This is an optimization exercise on Yosys and OpenROAD, whose aim is small area and a short achievable clock period, not a production implementation. In this exercise RTL edits were held to simulation tests only and were not proved equivalent to the original.

## strand_codec
module strand_codec (
    input  wire         clk,
    input  wire         rst,
    input  wire         enc_in_valid,
    input  wire [255:0] enc_in_data,
    output reg          enc_out_valid,
    output reg  [31:0]  enc_out_check,
    input  wire         dec_in_valid,
    input  wire [287:0] dec_in_lanes,
    input  wire         dec_in_policy,      
    input  wire         dec_in_erasure,     
    input  wire [5:0]   dec_in_dead_lane,   
    output reg          dec_out_valid,
    output reg  [2:0]   dec_out_kind,
    output reg  [255:0] dec_out_data,
    output reg  [31:0]  dec_out_syn,
    output reg  [5:0]   dec_out_lane,
    output reg  [7:0]   dec_out_value
);
Size in the first run: about 8,100 cells after synthesis, ~730 flip-flops.
==> flow/config.mk <==
export PLATFORM = sky130hd
export DESIGN_NAME = strand_codec
export DESIGN_NICKNAME = strand_codec
export VERILOG_FILES = /design/flow/design.v
export SDC_FILE = /design/flow/constraint.sdc
export NUM_CORES = 4
export LEC_CHECK = 0
export CAP_MARGIN = 20
export CORE_MARGIN = 2
export CORE_UTILIZATION = 40
export CTS_CLUSTER_DIAMETER = 100
export CTS_CLUSTER_SIZE = 30
export PLACE_DENSITY = 0.6
export SLEW_MARGIN = 20
==> flow/constraint.sdc <==
create_clock -name core_clock -period 40.0 [get_ports {clk}]
set_input_delay 8.0000 -clock core_clock [delete_from_list [all_inputs] [get_ports {clk}]]
set_output_delay 8.0000 -clock core_clock [all_outputs]
set_load 0.01 [all_outputs]
standard.sh (not shown) runs the stock make flow with config.mk's settings and CLKGATE_MAP_FILE= SYNTH_SCRIPT=/design/flow/synth_recipe.tcl, a recipe that flattens the netlist after the stock synthesis.
==> flow/flow/run.sh <==
#!/bin/bash
# The standard layout (the standard.sh, ORFS), with two changes to how it
# is made: plain buf_1 port buffers instead of the delay cells buffer_ports
# picks by default, and repair_timing aiming for setup slack of
# SETUP_SLACK_MARGIN ns beyond the (unchanged) clock period instead of 0.
# ORFS writes each step's log under orfs/logs; make's output goes to
# standard.log.
bash standard.sh "BUFFER_PORTS_ARGS=-buffer_cell sky130_fd_sc_hd__buf_1" \
    SETUP_SLACK_MARGIN=30 finish > standard.log 2>&1
Rerun with:
Settings changed: CTS_CLUSTER_DIAMETER 100 to 80, CTS_CLUSTER_SIZE 30 to 20.
Area after synthesis does not change. Final area went up by 0.50%. Global-route usage is about the same. Wire length stays flat. Critical path depth shrinks by 1. Maximum frequency stays flat. Setup slack gets better by 5.4 ps. Clock skew stays flat. Count of clock-buffer cells in the layout rose by 19.

Starting RTL as in the previous note.
==> flow/design.v (excerpt) <==
module strand_codec (
    input  wire         clk,
    input  wire         rst,
    input  wire         enc_in_valid,
    input  wire [255:0] enc_in_data,
    output reg          enc_out_valid,
    output reg  [31:0]  enc_out_check,
    input  wire         dec_in_valid,
    input  wire [287:0] dec_in_lanes,
    input  wire         dec_in_policy,      
    input  wire         dec_in_erasure,     
    input  wire [5:0]   dec_in_dead_lane,   
    output reg          dec_out_valid,
    output reg  [2:0]   dec_out_kind,
    output reg  [255:0] dec_out_data,
    output reg  [31:0]  dec_out_syn,
    output reg  [5:0]   dec_out_lane,
    output reg  [7:0]   dec_out_value
);
    localparam [2:0] K_CLEAN     = 3'd0;
    localparam [2:0] K_CORRECTED = 3'd1;
    localparam [2:0] K_ERASURE   = 3'd2;
    localparam [2:0] K_UNCORR    = 3'd3;
    localparam [2:0] K_POISON    = 3'd4;
    localparam [31:0] POISON_SYN = 32'h7355_0F00;
    localparam [5:0]  NO_LANE    = 6'h3F;
    function [7:0] gf_mul(input [7:0] a, input [7:0] b);
        reg [7:0] a1, a2, a3, a4, a5, a6, a7;
        begin
            a1 = {a[6:0],  1'b0} ^ (8'h1D & {8{a[7]}});
            a2 = {a1[6:0], 1'b0} ^ (8'h1D & {8{a1[7]}});
            a3 = {a2[6:0], 1'b0} ^ (8'h1D & {8{a2[7]}});
            a4 = {a3[6:0], 1'b0} ^ (8'h1D & {8{a3[7]}});
            a5 = {a4[6:0], 1'b0} ^ (8'h1D & {8{a4[7]}});
            a6 = {a5[6:0], 1'b0} ^ (8'h1D & {8{a5[7]}});
  ...
Settings: LEC_CHECK=0, CAP_MARGIN=20, CORE_MARGIN=2, CORE_UTILIZATION=40, PLACE_DENSITY=0.6, SLEW_MARGIN=20; clock period 40.0 ns.
Scripts as last shown in full above: flow/flow/run.sh
Next try:
--- a/flow/flow/run.sh
+++ b/flow/flow/run.sh
@@ -9 +9 @@
-    SETUP_SLACK_MARGIN=30 finish > standard.log 2>&1
+    SETUP_SLACK_MARGIN=30.6 finish > standard.log 2>&1
What happened:
- worst setup slack improved by 0.55 ns
- worst hold slack gets better by 0.0092 ns
- design area rose by 5.4%
- non-clock buffer count rises by 30
- final cell count is higher by 0.34%
- wire length is higher by 1.4%
- die area is unchanged

[what the ideal ports hide]
The results above use ideal ports. As a check the final layouts listed here were re-extracted and re-timed, cells and wires unchanged. Step 1 assumes that a clkbuf_16 drives the clock port and a buf_2 every other input. Step 2 moves the port delays by t, midway between the first and last clock arrival at a register: inputs arrive t later, outputs are due t later. That takes back most of the time a late clock gives input paths. a / b / c = no drivers / after step 1 / after step 2; a / b = the first two.
run	shift t [ns]	slack for setup (ns)	worst register clock-pin slew, ns	worst data-port slew with drivers (ns)
the first run of note 1	0.746	29.911 / 29.909 / 29.164	0.12 / 0.12	0.24
the second run of note 1	0.772	29.916 / 29.957 / 29.184	0.10 / 0.10	0.22
the first run of note 2	0.782	29.920 / 29.955 / 29.173	0.08 / 0.08	0.23
the second run of note 2	0.806	30.475 / 30.489 / 29.698	0.08 / 0.08	0.24
After both steps setup and hold are still met in every run listed. For the second run of note 2, which loses most, drivers alone change the setup slack by +0.014 ns; drivers and shift together by -0.777 ns.
